From an optimization exercise on the open Yosys and OpenROAD flow, aimed at small area; shortcuts taken in it are not production practice. Only simulation tests tie the RTL to the original design; equivalence was not proved. Power and IR drop assume default switching activity.

Setup of v2:
// posfb_top
module posfb_top (
    input  wire        clk,
    input  wire        rst,
    input  wire [2:0]  enc_a,
    input  wire [2:0]  enc_b,
    input  wire [2:0]  enc_z,
    input  wire [8:0]  cfg_filt,
    input  wire [2:0]  cfg_inv,
    input  wire [5:0]  cfg_idx_mode,
    input  wire [14:0] cfg_dir_hyst,
    input  wire [71:0] cfg_index_nom,
    input  wire [23:0] cfg_index_tol,
    input  wire [23:0] still_lim,
    input  wire [2:0]  clr_quad,
    input  wire [2:0]  clr_dirchg,
    input  wire [2:0]  clr_cnterr,
    input  wire [2:0]  clr_errs,
    input  wire        spd_req,
    input  wire [1:0]  spd_ch,
    output reg         spd_busy,
    output reg         spd_done,
    output wire [31:0] spd_val,
    output wire [95:0] cnt,
    output wire [2:0]  dir,
    output wire [2:0]  dir_chg,
    output wire [2:0]  quad_err,
    output wire [2:0]  cnt_err,
    output wire [2:0]  still,
    output wire [2:0]  idx_valid,
    output wire [95:0] idx_cnt,
    output wire [95:0] idx_tick,
    output wire [95:0] idx_diff,
    output wire [47:0] quad_errs,
    output wire [23:0] idx_errs
);
For scale: about 6100 cells after synthesis, roughly 690 I/O pins.
export LEC_CHECK = 0
export CAP_MARGIN = 20
export CORE_MARGIN = 2
export CORE_UTILIZATION = 60
export PLACE_DENSITY = 0.7
export SLEW_MARGIN = 20
create_clock -name core_clock -period 9.0 [get_ports {clk}]
run.sh (not shown) runs the stock make flow with config.mk's settings and CLKGATE_MAP_FILE= SYNTH_SCRIPT=/design/flow/synth_recipe.tcl, a recipe that flattens the netlist after the stock synthesis.
Input-level comparison between v4 and v2:
- CTS_BUF_LIST: unset -> sky130_fd_sc_hd__clkbuf_4
==> comparison <==
- Maximum level of the CTS H-tree: lower on v2
- The higher switching portion of total power of v2 and v4 is in v4.
- | worst setup slack | higher: v2 |
- Re die area: no difference whatsoever between v2 and v4.
- Compared with v2, v4 instantiates a larger number of standard cells.
- Sum of routed wire length over all layers across v2 and v4: no real change.
### v4 -> v32
- changing CORE_UTILIZATION from 60 to 40
- changing PLACE_DENSITY from 0.7 to 0.6
- removing CTS_BUF_LIST (formerly sky130_fd_sc_hd__clkbuf_4)
Results
Total power, v32 and v4, lower one = v4.
Result for v32 and v4: all clean
Compare v32 and v4 | design area higher: v32
Placer's final routability congestion estimate, v32 vs v4: down by a few percent
Half-perimeter wire length after placement (v32 vs. v4) increases by a little under 10%
Relative to v4, the die span in y measured on v32 has increased by more than 10%.
Here is what was changed in the inputs of v1 compared with v32.
- PLACE_DENSITY changed from 0.6 to 0.7
- CTS_BUF_LIST newly set to sky130_fd_sc_hd__clkbuf_2 sky130_fd_sc_hd__clkbuf_4
- CORE_UTILIZATION changed from 40 to 60
Across both runs, total inserted antenna cells was higher for v1 than for v32. Cmp v1 and v32 / final cell count / lower: v1. Delta (v1 minus v32): sequential power ~0 delta, area of placed instances moved down, die area went down by 33%, mean routed wirelength per cell went down by about 2.2%, clock skew +0.12 ns. Per the comparison of v1 with v32, total setup buffers inserted after CTS now smaller; total track usage went up 9.4 points; initial standard-cell utilization of the core went up; core occupancy in the finished layout +23 points.
Inputs modified between v1 and v21:
- changing CTS_BUF_LIST from sky130_fd_sc_hd__clkbuf_2 sky130_fd_sc_hd__clkbuf_4 to sky130_fd_sc_hd__clkbuf_4
==> flow/flow/run.sh (new file) <==
#!/bin/bash
set -euo pipefail
bash standard.sh finish "BUFFER_PORTS_ARGS=-buffer_cell sky130_fd_sc_hd__buf_1" > flow_make.log 2>&1
==> flow/standard.sh (new file) <==
#!/bin/bash
# synth_recipe.tcl (not shown) runs the flow's synth.tcl, then flattens the netlist and writes it again
# the make line also repeats each setting of config.mk as NAME=value (left out here)
make -C /OpenROAD-flow-scripts/flow DESIGN_CONFIG=/design/flow/config.mk WORK_HOME=/design/flow/orfs CLKGATE_MAP_FILE= SYNTH_SCRIPT=/design/flow/synth_recipe.tcl "${@:-finish}"
removed: flow/run.sh
--- outcome ---
- Row number of global-route vias before repair: v21 lower / v1 higher
- v21 vs v1 — number of instances resized during post-cts repair dropped 18.
- Diff v1 -> v21: reg-to-reg setup timing slack shows an increase of 0.03 ns, clock-buffer cell count shows a reduction of about 1%, sequential share of power shows no meaningful change, fraction of area in clock buffers and inverters shows an increase of 0.39 points.
- Data arrival at the endpoint of the critical path was higher in the run labelled v1.
- Taking v1 as the reference point, the proportion of cell area occupied by multi-input gates of v21 rises by 2.4 points.
- [compare] base=v1 new=v21: post-route fraction of the period consumed by the critical path went down by 0.67 points; fraction of the core area covered by cells at the end of the flow fell 3.9 points; via count decreased 222.

---

posfb_top, a different RTL version from the one above (not shown whole).
For scale: roughly 6600 cells after synthesis, ~1200 flip-flops, ~0.062 mm2 of cells after synthesis.
==> flow/design.v (excerpt) <==
module posfb_top (
    input  wire        clk,
    input  wire        rst,
    input  wire [2:0]  enc_a,
    input  wire [2:0]  enc_b,
    input  wire [2:0]  enc_z,
    input  wire [8:0]  cfg_filt,
    input  wire [2:0]  cfg_inv,
    input  wire [5:0]  cfg_idx_mode,
    input  wire [14:0] cfg_dir_hyst,
    input  wire [71:0] cfg_index_nom,
    input  wire [23:0] cfg_index_tol,
    input  wire [23:0] still_lim,
    input  wire [2:0]  clr_quad,
    input  wire [2:0]  clr_dirchg,
    input  wire [2:0]  clr_cnterr,
    input  wire [2:0]  clr_errs,
    input  wire        spd_req,
    input  wire [1:0]  spd_ch,
    output reg         spd_busy,
    output reg         spd_done,
    output wire [31:0] spd_val,
    output wire [95:0] cnt,
    output wire [2:0]  dir,
    output wire [2:0]  dir_chg,
    output wire [2:0]  quad_err,
    output wire [2:0]  cnt_err,
    output wire [2:0]  still,
    output wire [2:0]  idx_valid,
    output wire [95:0] idx_cnt,
    output wire [95:0] idx_tick,
    output wire [95:0] idx_diff,
    output wire [47:0] quad_errs,
    output wire [23:0] idx_errs
);
Settings: LEC_CHECK=0, ABC_AREA=1, CAP_MARGIN=20, CORE_MARGIN=2, CORE_UTILIZATION=60, PLACE_DENSITY=0.7, SLEW_MARGIN=20; clock period 9.0 ns.
standard.sh (not shown) runs the stock make flow with config.mk's settings and CLKGATE_MAP_FILE= SYNTH_SCRIPT=/design/flow/synth_recipe.tcl, a recipe that flattens the netlist after the stock synthesis.
==> flow/flow/run.sh <==
#!/bin/bash
set -euo pipefail
bash standard.sh finish "BUFFER_PORTS_ARGS=-buffer_cell sky130_fd_sc_hd__buf_1" \
  "CTS_ARGS=-sink_clustering_enable -repair_clock_nets -buf_list sky130_fd_sc_hd__clkbuf_4 -sink_clustering_size 8 -sink_clustering_max_diameter 50 -dont_use_dummy_load" \
  > flow_make.log 2>&1
==> next run, changes <==
--- a/flow/config.mk
+++ b/flow/config.mk
@@ -9 +9 @@
-export CAP_MARGIN = 20
+export CAP_MARGIN = 5
@@ -13 +13 @@
-export SLEW_MARGIN = 20
+export SLEW_MARGIN = 5
What happened:
- global-route usage does not change
- cell count is unchanged
- design area is about the same
- critical path depth does not change
- die area stays the same
- utilization barely changes
- worst setup slack stays flat
- power is about the same
- non-clock buffer count is unchanged
- count of clock-buffer cells in the layout stays the same
- clock skew is lower by 6.4 ps
==> next run, changes <==
--- a/flow/config.mk
+++ b/flow/config.mk
@@ -9 +9 @@
-export CAP_MARGIN = 5
+export CAP_MARGIN = 20
@@ -11,3 +11,3 @@
-export CORE_UTILIZATION = 60
-export PLACE_DENSITY = 0.7
-export SLEW_MARGIN = 5
+export CORE_UTILIZATION = 50
+export PLACE_DENSITY = 0.6
+export SLEW_MARGIN = 20
What happened: Total power rises by 1.1%. Final area rises by 0.94%. Final cell count rises by 3.2%. Maximum frequency falls by 0.35%. Synthesized area does not change. Worst setup slack got worse by 31 ps. Combinational power barely changes. Flip-flop and latch count is unchanged. Register-to-register slack got worse by 140 ps.
==> next run, changes <==
==> flow/flow/run.sh (replaced) <==
#!/bin/bash
set -euo pipefail
bash standard.sh finish "BUFFER_PORTS_ARGS=-buffer_cell sky130_fd_sc_hd__buf_1" \
  "CTS_ARGS=-sink_clustering_enable -repair_clock_nets -buf_list sky130_fd_sc_hd__clkbuf_4 -sink_clustering_size 10 -sink_clustering_max_diameter 45 -dont_use_dummy_load" \
  > flow_make.log 2>&1
--- a/flow/config.mk
+++ b/flow/config.mk
@@ -8 +7,0 @@
-export ABC_AREA = 1
@@ -11,2 +10,2 @@
-export CORE_UTILIZATION = 50
-export PLACE_DENSITY = 0.6
+export CORE_UTILIZATION = 60
+export PLACE_DENSITY = 0.7
Effect: The new run ran to the end with no violations; hold slack gains 17 ps; combinational power is lower by about 5%; cell area stays flat; global-route usage grows by 1.2 points; setup slack improved by 6.9 ps; wire length went down by 12%; clock-buffer cell count is lower by 22; area after synthesis rose by 0.91%.

---

Setup of run C:
Another version of the RTL of posfb_top (not shown whole).
For scale: roughly 6,100 cells after synthesis, ~690 I/O pins, roughly 0.063 sq mm of cells after synthesis.
clock: 9.0 ns
lec_check: 0
cap_margin: 20
core_margin: 2
core_utilization: 60
cts_buf_list: sky130_fd_sc_hd__clkbuf_4
place_density: 0.7
slew_margin: 20
==> flow/flow/run.sh <==
#!/bin/bash
set -euo pipefail
bash standard.sh finish "BUFFER_PORTS_ARGS=-buffer_cell sky130_fd_sc_hd__buf_1" \
  "CTS_ARGS=-sink_clustering_enable -repair_clock_nets -buf_list sky130_fd_sc_hd__clkbuf_4 -dont_use_dummy_load" \
  > flow_make.log 2>&1
Run C ran to completion and came out clean on the timing, DRC and antenna checks.
Setup changes, run C to run B
==> flow/flow/run.sh <==
#!/bin/bash
set -euo pipefail
bash standard.sh finish "BUFFER_PORTS_ARGS=-buffer_cell sky130_fd_sc_hd__buf_1" > flow_make.log 2>&1
--- outcome ---
Of run B and run C, the run reporting the lower clock-cell share of area was run C. Run B: global-route usage is 0.21 points higher than what run C reported. Going from run C to run B, share of total power in sequential cells shrinks by 5.1 points. Lower first-pass GRT wire length was reported by run C, not run B. Run B ended with more final worst-path cycle share than run C. Routed length on met3 grows by a few percent when moving from run C to run B. Cell area ends up lower on run C.

## port drivers added, routing unchanged
The results above use ideal ports. As a check the final layouts listed here were re-extracted and re-timed, cells and wires unchanged.
Step 1, drivers: a clkbuf_16 drives clk and a buf_2 each remaining input, both assumed.
Step 2 adds t to the input delays and takes it off the output delays; t is the mean of the earliest and latest rising clock arrival at the registers after step 1. Input paths then give back, and output paths get back, about the clock's delay inside the block.
Slacks: ideal / step 1 / step 2; pairs: ideal / step 1.
| run | t, ns | setup slack, ns | worst setup path at the end | worst slew at a driven data input, ns |
|---|---|---|---|---|
| v2 | 0.832 | 0.408 / 0.391 / -0.440 | input to register | 0.16 |
| v4 | 1.252 | 0.338 / 0.261 / -0.426 | input to register | 0.17 |
| v32 | 0.862 | 0.261 / 0.180 / -0.595 | input to register | 0.17 |
| v1 | 1.252 | 0.338 / 0.261 / -0.426 | input to register | 0.17 |
| v21 | 1.209 | 0.398 / 0.325 / -0.122 | input to register | 0.18 |
| the first run of note 2 | 1.155 | 0.326 / 0.243 / 0.105 | input to register | 0.19 |
| the second run of note 2 | 1.147 | 0.328 / 0.246 / 0.111 | input to register | 0.19 |
| the third run of note 2 | 1.237 | 0.297 / 0.212 / 0.173 | input to register | 0.17 |
| the fourth run of note 2 | 1.133 | 0.304 / 0.229 / -0.241 | input to register | 0.19 |
| run C | 1.194 | 0.332 / 0.256 / -0.086 | input to register | 0.18 |
| run B | 1.242 | 0.284 / 0.208 / -0.146 | input to register | 0.18 |
Met with ideal ports but missed after step 2: setup timing in 8 of these runs. The setup slack of v32, which loses most, moves by -0.081 ns with the drivers and by -0.856 ns with both steps.
